What follows belongs to an exercise in optimizing a design on an open flow for small area and a short achievable clock period; a production flow would make more cautious choices.
The RTL was checked by simulation tests, not by an equivalence proof against the original design.
No activity file was given, so power comes from the tool's default toggle rates.

// glade_shf
module glade_shf (
    input  wire        clk,
    input  wire        rst,
    input  wire        trig,
    input  wire [3:0]  op,
    input  wire [63:0] a,
    input  wire [63:0] bsrc,
    input  wire [63:0] t,
    output reg  [63:0] q,
    output reg         err
);
For scale: about 2800 cells after synthesis, about 65 flip-flops, roughly 260 I/O pins, about 15000 um^2 of cells after synthesis.
Settings: LEC_CHECK=0, ABC_AREA=1, CAP_MARGIN=30, CORE_MARGIN=2, CORE_UTILIZATION=40, PLACE_DENSITY=0.6, SETUP_SLACK_MARGIN=5, SLEW_MARGIN=35, SYNTH_HIERARCHICAL=1, SYNTH_MINIMUM_KEEP_SIZE=0; clock period 11.0 ns.
standard.sh (not shown) runs the stock make flow with config.mk's settings and CLKGATE_MAP_FILE= SYNTH_SCRIPT=/design/flow/synth_recipe.tcl, a recipe that flattens the netlist after the stock synthesis.
==> flow/flow/run.sh <==
#!/bin/bash
# The standard layout (standard.sh, all ORFS steps to finish) with one change:
# the buffers that buffer_ports puts on every input and output port are
# sky130_fd_sc_hd__buf_1 cells rather than the resizer's default choice
# (clkdlybuf4s50_1, a slow delay cell). The timing repair can still resize them.
# make's output goes to flow_make.log; each ORFS step logs under orfs/logs/.
set -euo pipefail
export BUFFER_PORTS_ARGS="-buffer_cell sky130_fd_sc_hd__buf_1"
bash standard.sh > flow_make.log 2>&1
Then changed:
==> flow/flow/run.sh (replaced) <==
#!/bin/bash
# The standard layout (standard.sh, all ORFS steps to finish) with two changes:
# - synthesis is ORFS's synth.tcl run by synth_recipe.tcl as usual, except that
#   abc maps the logic with flow/abc_map.script (&nf with more area recovery) in place
#   of ORFS's abc script; registers are mapped before abc, so they are the
#   standard synthesis's registers;
# - the buffers that buffer_ports puts on every input and output port are
#   sky130_fd_sc_hd__buf_1 cells rather than the resizer's default choice
#   (clkdlybuf4s50_1, a slow delay cell); the timing repair can still resize them.
# make's output goes to flow_make.log; each ORFS step logs under orfs/logs/.
set -euo pipefail
here=$(pwd)
sed "s#log_cmd abc {\*}\$abc_args#log_cmd abc {*}[lreplace \$abc_args 1 1 $here/flow/abc_map.script]#" \
  "$FLOW_HOME/scripts/synth.tcl" > my_synth_core.tcl
grep -q "abc_map.script" my_synth_core.tcl
sed "s#source \$::env(SCRIPTS_DIR)/synth.tcl#source $here/my_synth_core.tcl#" synth_recipe.tcl > my_synth.tcl
grep -q "my_synth_core.tcl" my_synth.tcl
sed "s#SYNTH_SCRIPT=[^ ]*#SYNTH_SCRIPT=$here/my_synth.tcl#" standard.sh > my_standard.sh
grep -q "SYNTH_SCRIPT=$here/my_synth.tcl" my_standard.sh
export BUFFER_PORTS_ARGS="-buffer_cell sky130_fd_sc_hd__buf_1"
bash my_standard.sh > flow_make.log 2>&1
==> flow/flow/abc_map.script (new file) <==
&get -n
&st
&dch
&nf -R 1000
&put
topo
stime -c
buffer -c
upsize -c
dnsize -c
Settings changed: ABC_AREA 1 to default, CAP_MARGIN 30 to 10, SLEW_MARGIN 35 to 10.
Result: Cell area falls by 2.9%; total power goes down by 2.5%; worst hold slack is better by 61 ps; wire length falls by 8.0%; worst setup slack gets worse by 110 ps; final cell count falls by 28%; sequential share of layout area went up by 0.23 points.
Then changed:
==> flow/flow/run.sh (replaced) <==
#!/bin/bash
# The standard layout (standard.sh, all ORFS steps to finish) with two changes:
# - the buffers that buffer_ports puts on every input and output port are
#   sky130_fd_sc_hd__buf_1 cells rather than the resizer's default choice
#   (clkdlybuf4s50_1, a slow delay cell); the timing repair can still resize them;
# - the timing repair aims for 5.25 ns of setup slack at the fixed clock period.
# make's output goes to flow_make.log; each ORFS step logs under orfs/logs/.
set -euo pipefail
export BUFFER_PORTS_ARGS="-buffer_cell sky130_fd_sc_hd__buf_1"
export SETUP_SLACK_MARGIN=5.25
bash standard.sh > flow_make.log 2>&1
Settings changed: ABC_AREA from default to 1, SETUP_SLACK_MARGIN 5 to default.
removed: flow/flow/abc_map.script
The changed run finished with timing, DRC and antenna clean; power is higher by 7.6%; worst hold slack gets worse by 76 ps; fmax is higher by 2.2%; cell area is higher by 3.9%; critical path depth is higher by 4; worst setup slack gets better by 130 ps.
Then changed:
==> flow/flow/run.sh (replaced) <==
#!/bin/bash
# The standard layout (standard.sh, all ORFS steps to finish) with two changes:
# - synthesis is ORFS's synth.tcl run by synth_recipe.tcl as usual, except that
#   abc maps the logic with flow/abc_map.script (area-oriented amap) in place
#   of ORFS's abc script; registers are mapped before abc, so they are the
#   standard synthesis's registers;
# - the buffers that buffer_ports puts on every input and output port are
#   sky130_fd_sc_hd__buf_1 cells rather than the resizer's default choice
#   (clkdlybuf4s50_1, a slow delay cell); the timing repair can still resize them.
# make's output goes to flow_make.log; each ORFS step logs under orfs/logs/.
set -euo pipefail
here=$(pwd)
sed "s#log_cmd abc {\*}\$abc_args#log_cmd abc {*}[lreplace \$abc_args 1 1 $here/flow/abc_map.script]#" \
  "$FLOW_HOME/scripts/synth.tcl" > my_synth_core.tcl
grep -q "abc_map.script" my_synth_core.tcl
sed "s#source \$::env(SCRIPTS_DIR)/synth.tcl#source $here/my_synth_core.tcl#" synth_recipe.tcl > my_synth.tcl
grep -q "my_synth_core.tcl" my_synth.tcl
sed "s#SYNTH_SCRIPT=[^ ]*#SYNTH_SCRIPT=$here/my_synth.tcl#" standard.sh > my_standard.sh
grep -q "SYNTH_SCRIPT=$here/my_synth.tcl" my_standard.sh
export BUFFER_PORTS_ARGS="-buffer_cell sky130_fd_sc_hd__buf_1"
bash my_standard.sh > flow_make.log 2>&1
==> flow/flow/abc_map.script (new file) <==
strash
dch
amap -m
topo
stime -c
buffer -c
upsize -c
dnsize -c
Settings changed: ABC_AREA 1 to default, SETUP_SLACK_MARGIN from default to 5.
Worst setup slack got worse by 290 ps.
Power is higher by 11%.
Cell area fell by 5.4%.
Register-to-register slack improves by 370 ps.
Synthesized area went down by 16%.
Utilization is higher by 5.7 points.
Die area is lower by 15%.
Count of clock-buffer cells in the layout decreases by 2.
Clock power came out lower by 5.9%.

========
glade_shf, a different RTL version from the one above (not shown whole).
Size: about 2,400 cells after synthesis, about 15,000 um2 of cells after synthesis.
// glade_shf
module glade_shf (
    input  wire        clk,
    input  wire        rst,
    input  wire        trig,
    input  wire [3:0]  op,
    input  wire [63:0] a,
    input  wire [63:0] bsrc,
    input  wire [63:0] t,
    output reg  [63:0] q,
    output reg         err
);
Settings: LEC_CHECK=0, ABC_AREA=1, CAP_MARGIN=30, CORE_MARGIN=2, CORE_UTILIZATION=40, PLACE_DENSITY=0.6, SETUP_SLACK_MARGIN=5, SLEW_MARGIN=35, SYNTH_HIERARCHICAL=1, SYNTH_MINIMUM_KEEP_SIZE=0; clock period 11.0 ns.
==> flow/flow/run.sh <==
#!/bin/bash
# The standard layout (standard.sh, all ORFS steps to finish) with two changes:
# - synthesis is ORFS's synth.tcl run by synth_recipe.tcl as usual, except that
#   abc maps the rotator, trailing-zero count and field-sign modules
#   (glade_shf_rot, glade_shf_ctz, glade_shf_sign) with flow/abc_rot.script
#   (area-oriented amap) and the other modules with ORFS's own abc script;
#   registers are mapped before abc, so they are the standard synthesis's;
# - the buffers that buffer_ports puts on every input and output port are
#   sky130_fd_sc_hd__buf_1 cells rather than the resizer's default choice
#   (clkdlybuf4s50_1, a slow delay cell); the timing repair can still resize them.
# make's output goes to flow_make.log; each ORFS step logs under orfs/logs/.
set -euo pipefail
here=$(pwd)
amap_mods="glade_shf_rot glade_shf_ctz glade_shf_sign"
other_mods="glade_shf glade_shf_popc glade_shf_cnt4"
sed "s#^\( *\)log_cmd abc {\*}\$abc_args\$#\1log_cmd abc {*}[lreplace \$abc_args 1 1 $here/flow/abc_rot.script] $amap_mods\n\1log_cmd abc {*}\$abc_args $other_mods#" \
  "$FLOW_HOME/scripts/synth.tcl" > my_synth_core.tcl
grep -q "abc_rot.script\] $amap_mods" my_synth_core.tcl
grep -q "abc_args $other_mods" my_synth_core.tcl
sed "s#source \$::env(SCRIPTS_DIR)/synth.tcl#source $here/my_synth_core.tcl#" synth_recipe.tcl > my_synth.tcl
grep -q "my_synth_core.tcl" my_synth.tcl
sed "s#SYNTH_SCRIPT=[^ ]*#SYNTH_SCRIPT=$here/my_synth.tcl#" standard.sh > my_standard.sh
grep -q "SYNTH_SCRIPT=$here/my_synth.tcl" my_standard.sh
export BUFFER_PORTS_ARGS="-buffer_cell sky130_fd_sc_hd__buf_1"
bash my_standard.sh > flow_make.log 2>&1
==> flow/flow/abc_rot.script <==
strash
dch
amap -m
topo
stime -c
buffer -c
upsize -c
dnsize -c
Then changed:
--- a/flow/flow/run.sh
+++ b/flow/flow/run.sh
@@ -4,4 +4,5 @@
-#   abc maps the rotator, trailing-zero count and field-sign modules
-#   (glade_shf_rot, glade_shf_ctz, glade_shf_sign) with flow/abc_rot.script
-#   (area-oriented amap) and the other modules with ORFS's own abc script;
-#   registers are mapped before abc, so they are the standard synthesis's;
+#   abc maps the rotator, trailing-zero count, field-sign and nibble-count
+#   modules with flow/abc_blocks.script (area-only amap), the top module with
+#   flow/abc_top.script (amap weighted towards area) and the population count
+#   (glade_shf_popc) with ORFS's own abc script; registers are mapped before
+#   abc, so they are the standard synthesis's;
@@ -14,3 +15,4 @@
-amap_mods="glade_shf_rot glade_shf_ctz glade_shf_sign"
-other_mods="glade_shf glade_shf_popc glade_shf_cnt4"
-sed "s#^\( *\)log_cmd abc {\*}\$abc_args\$#\1log_cmd abc {*}[lreplace \$abc_args 1 1 $here/flow/abc_rot.script] $amap_mods\n\1log_cmd abc {*}\$abc_args $other_mods#" \
+block_mods="glade_shf_rot glade_shf_ctz glade_shf_sign glade_shf_cnt4"
+top_mods="glade_shf"
+other_mods="glade_shf_popc"
+sed "s#^\( *\)log_cmd abc {\*}\$abc_args\$#\1log_cmd abc {*}[lreplace \$abc_args 1 1 $here/flow/abc_blocks.script] $block_mods\n\1log_cmd abc {*}[lreplace \$abc_args 1 1 $here/flow/abc_top.script] $top_mods\n\1log_cmd abc {*}\$abc_args $other_mods#" \
@@ -18 +20,2 @@
-grep -q "abc_rot.script\] $amap_mods" my_synth_core.tcl
+grep -q "abc_blocks.script\] $block_mods" my_synth_core.tcl
+grep -q "abc_top.script\] $top_mods" my_synth_core.tcl
==> flow/flow/abc_blocks.script (new file) <==
strash
dch
amap -m
topo
stime -c
buffer -c
upsize -c
dnsize -c
==> flow/flow/abc_top.script (new file) <==
strash
dch
amap -m -Q 3
topo
stime -c
buffer -c
upsize -c
dnsize -c
removed: flow/flow/abc_rot.script
Effect:
- The changed run went through all stages and came out clean
- fmax went down by 0.84%
- setup slack gets worse by 0.050 ns
- power went up by 2.0%
- critical path depth is unchanged
- design area went down by about 5%
- hold slack gets better by 0.023 ns
- utilization went up by 0.77 points
Then changed:
--- a/flow/flow/run.sh
+++ b/flow/flow/run.sh
@@ -4,5 +4,4 @@
-#   abc maps the rotator, trailing-zero count, field-sign and nibble-count
-#   modules with flow/abc_blocks.script (area-only amap), the top module with
-#   flow/abc_top.script (amap weighted towards area) and the population count
-#   (glade_shf_popc) with ORFS's own abc script; registers are mapped before
-#   abc, so they are the standard synthesis's;
+#   abc maps the rotator, trailing-zero count and field-sign modules
+#   (glade_shf_rot, glade_shf_ctz, glade_shf_sign) with flow/abc_rot.script
+#   (area-oriented amap) and the other modules with ORFS's own abc script;
+#   registers are mapped before abc, so they are the standard synthesis's;
@@ -15,4 +14,3 @@
-block_mods="glade_shf_rot glade_shf_ctz glade_shf_sign glade_shf_cnt4"
-top_mods="glade_shf"
-other_mods="glade_shf_popc"
-sed "s#^\( *\)log_cmd abc {\*}\$abc_args\$#\1log_cmd abc {*}[lreplace \$abc_args 1 1 $here/flow/abc_blocks.script] $block_mods\n\1log_cmd abc {*}[lreplace \$abc_args 1 1 $here/flow/abc_top.script] $top_mods\n\1log_cmd abc {*}\$abc_args $other_mods#" \
+amap_mods="glade_shf_rot glade_shf_ctz glade_shf_sign"
+other_mods="glade_shf glade_shf_popc glade_shf_cnt4"
+sed "s#^\( *\)log_cmd abc {\*}\$abc_args\$#\1log_cmd abc {*}[lreplace \$abc_args 1 1 $here/flow/abc_rot.script] $amap_mods\n\1log_cmd abc {*}\$abc_args $other_mods#" \
@@ -20,2 +18 @@
-grep -q "abc_blocks.script\] $block_mods" my_synth_core.tcl
-grep -q "abc_top.script\] $top_mods" my_synth_core.tcl
+grep -q "abc_rot.script\] $amap_mods" my_synth_core.tcl
==> flow/flow/abc_rot.script (new file) <==
strash
dch
amap -m
topo
stime -c
buffer -c
upsize -c
dnsize -c
PLACE_DENSITY = 0.5   (was 0.6)
removed: flow/flow/abc_blocks.script
removed: flow/flow/abc_top.script
=> Sequential power barely changes; non-clock buffer count is lower by 13; total power is higher by 3.3%; final cell count is higher by 21%; cell area is higher by 5.5%; clock power is higher by about 5%.
Then changed:
--- a/flow/flow/run.sh
+++ b/flow/flow/run.sh
@@ -4,3 +4,3 @@
-#   abc maps the rotator, trailing-zero count and field-sign modules
-#   (glade_shf_rot, glade_shf_ctz, glade_shf_sign) with flow/abc_rot.script
-#   (area-oriented amap) and the other modules with ORFS's own abc script;
+#   abc maps every module but the population count (glade_shf_popc) with
+#   flow/abc_rot.script (amap, weighted towards area) and glade_shf_popc with
+#   ORFS's own abc script;
@@ -14,2 +14,2 @@
-amap_mods="glade_shf_rot glade_shf_ctz glade_shf_sign"
-other_mods="glade_shf glade_shf_popc glade_shf_cnt4"
+amap_mods="glade_shf_rot glade_shf_ctz glade_shf_sign glade_shf_cnt4 glade_shf"
+other_mods="glade_shf_popc"
==> flow/flow/abc_rot.script (replaced) <==
strash
dch
amap -m -Q 3
topo
stime -c
buffer -c
upsize -c
dnsize -c
PLACE_DENSITY = 0.6   (was 0.5)
What happened: Worst setup slack improved by 0.017 ns. Die area came out lower by 6.6%. First-iteration DRC count goes down by 15%. Final area is lower by 5.5%. Core utilization rose by 0.33 points. Clock power goes down by 14%.

[separate check: timing with driven ports]
In the flow no input, the clock included, has a driving cell. The finished layouts below were timed again as built, in two steps.
Step 1 assumes that a clkbuf_16 drives the clock port and a buf_2 every other input.
Step 2 also shifts input and output timing later by t, the mid clock arrival at the registers, as if the neighbouring blocks saw the same clock.
a / b / c = no drivers / after step 1 / after step 2; a / b = the first two.
run	t, ns	setup WS [ns]	latest minus earliest clock arrival (ns)	worst data-port slew with drivers (ns)	pins driven straight from the clock port
the first run of note 1	0.393	5.039 / 5.051 / 4.658	0.009 / 0.008	0.06	1
the second run of note 1	0.389	4.925 / 4.944 / 4.555	0.017 / 0.017	0.07	1
the third run of note 1	0.401	5.057 / 5.085 / 4.684	0.016 / 0.016	0.06	1
the fourth run of note 1	0.398	4.765 / 4.786 / 4.388	0.016 / 0.016	0.07	1
the first run of note 2	0.411	5.050 / 5.077 / 4.665	0.015 / 0.015	0.06	1
the second run of note 2	0.399	5.000 / 5.013 / 4.614	0.009 / 0.008	0.06	1
the third run of note 2	0.424	4.962 / 4.993 / 4.569	0.014 / 0.014	0.06	1
the fourth run of note 2	0.395	4.979 / 5.003 / 4.608	0.014 / 0.014	0.09	1
After both steps setup and hold are still met in every run listed. For the third run of note 2, which loses most, drivers alone change the setup slack by +0.031 ns; drivers and shift together by -0.393 ns.
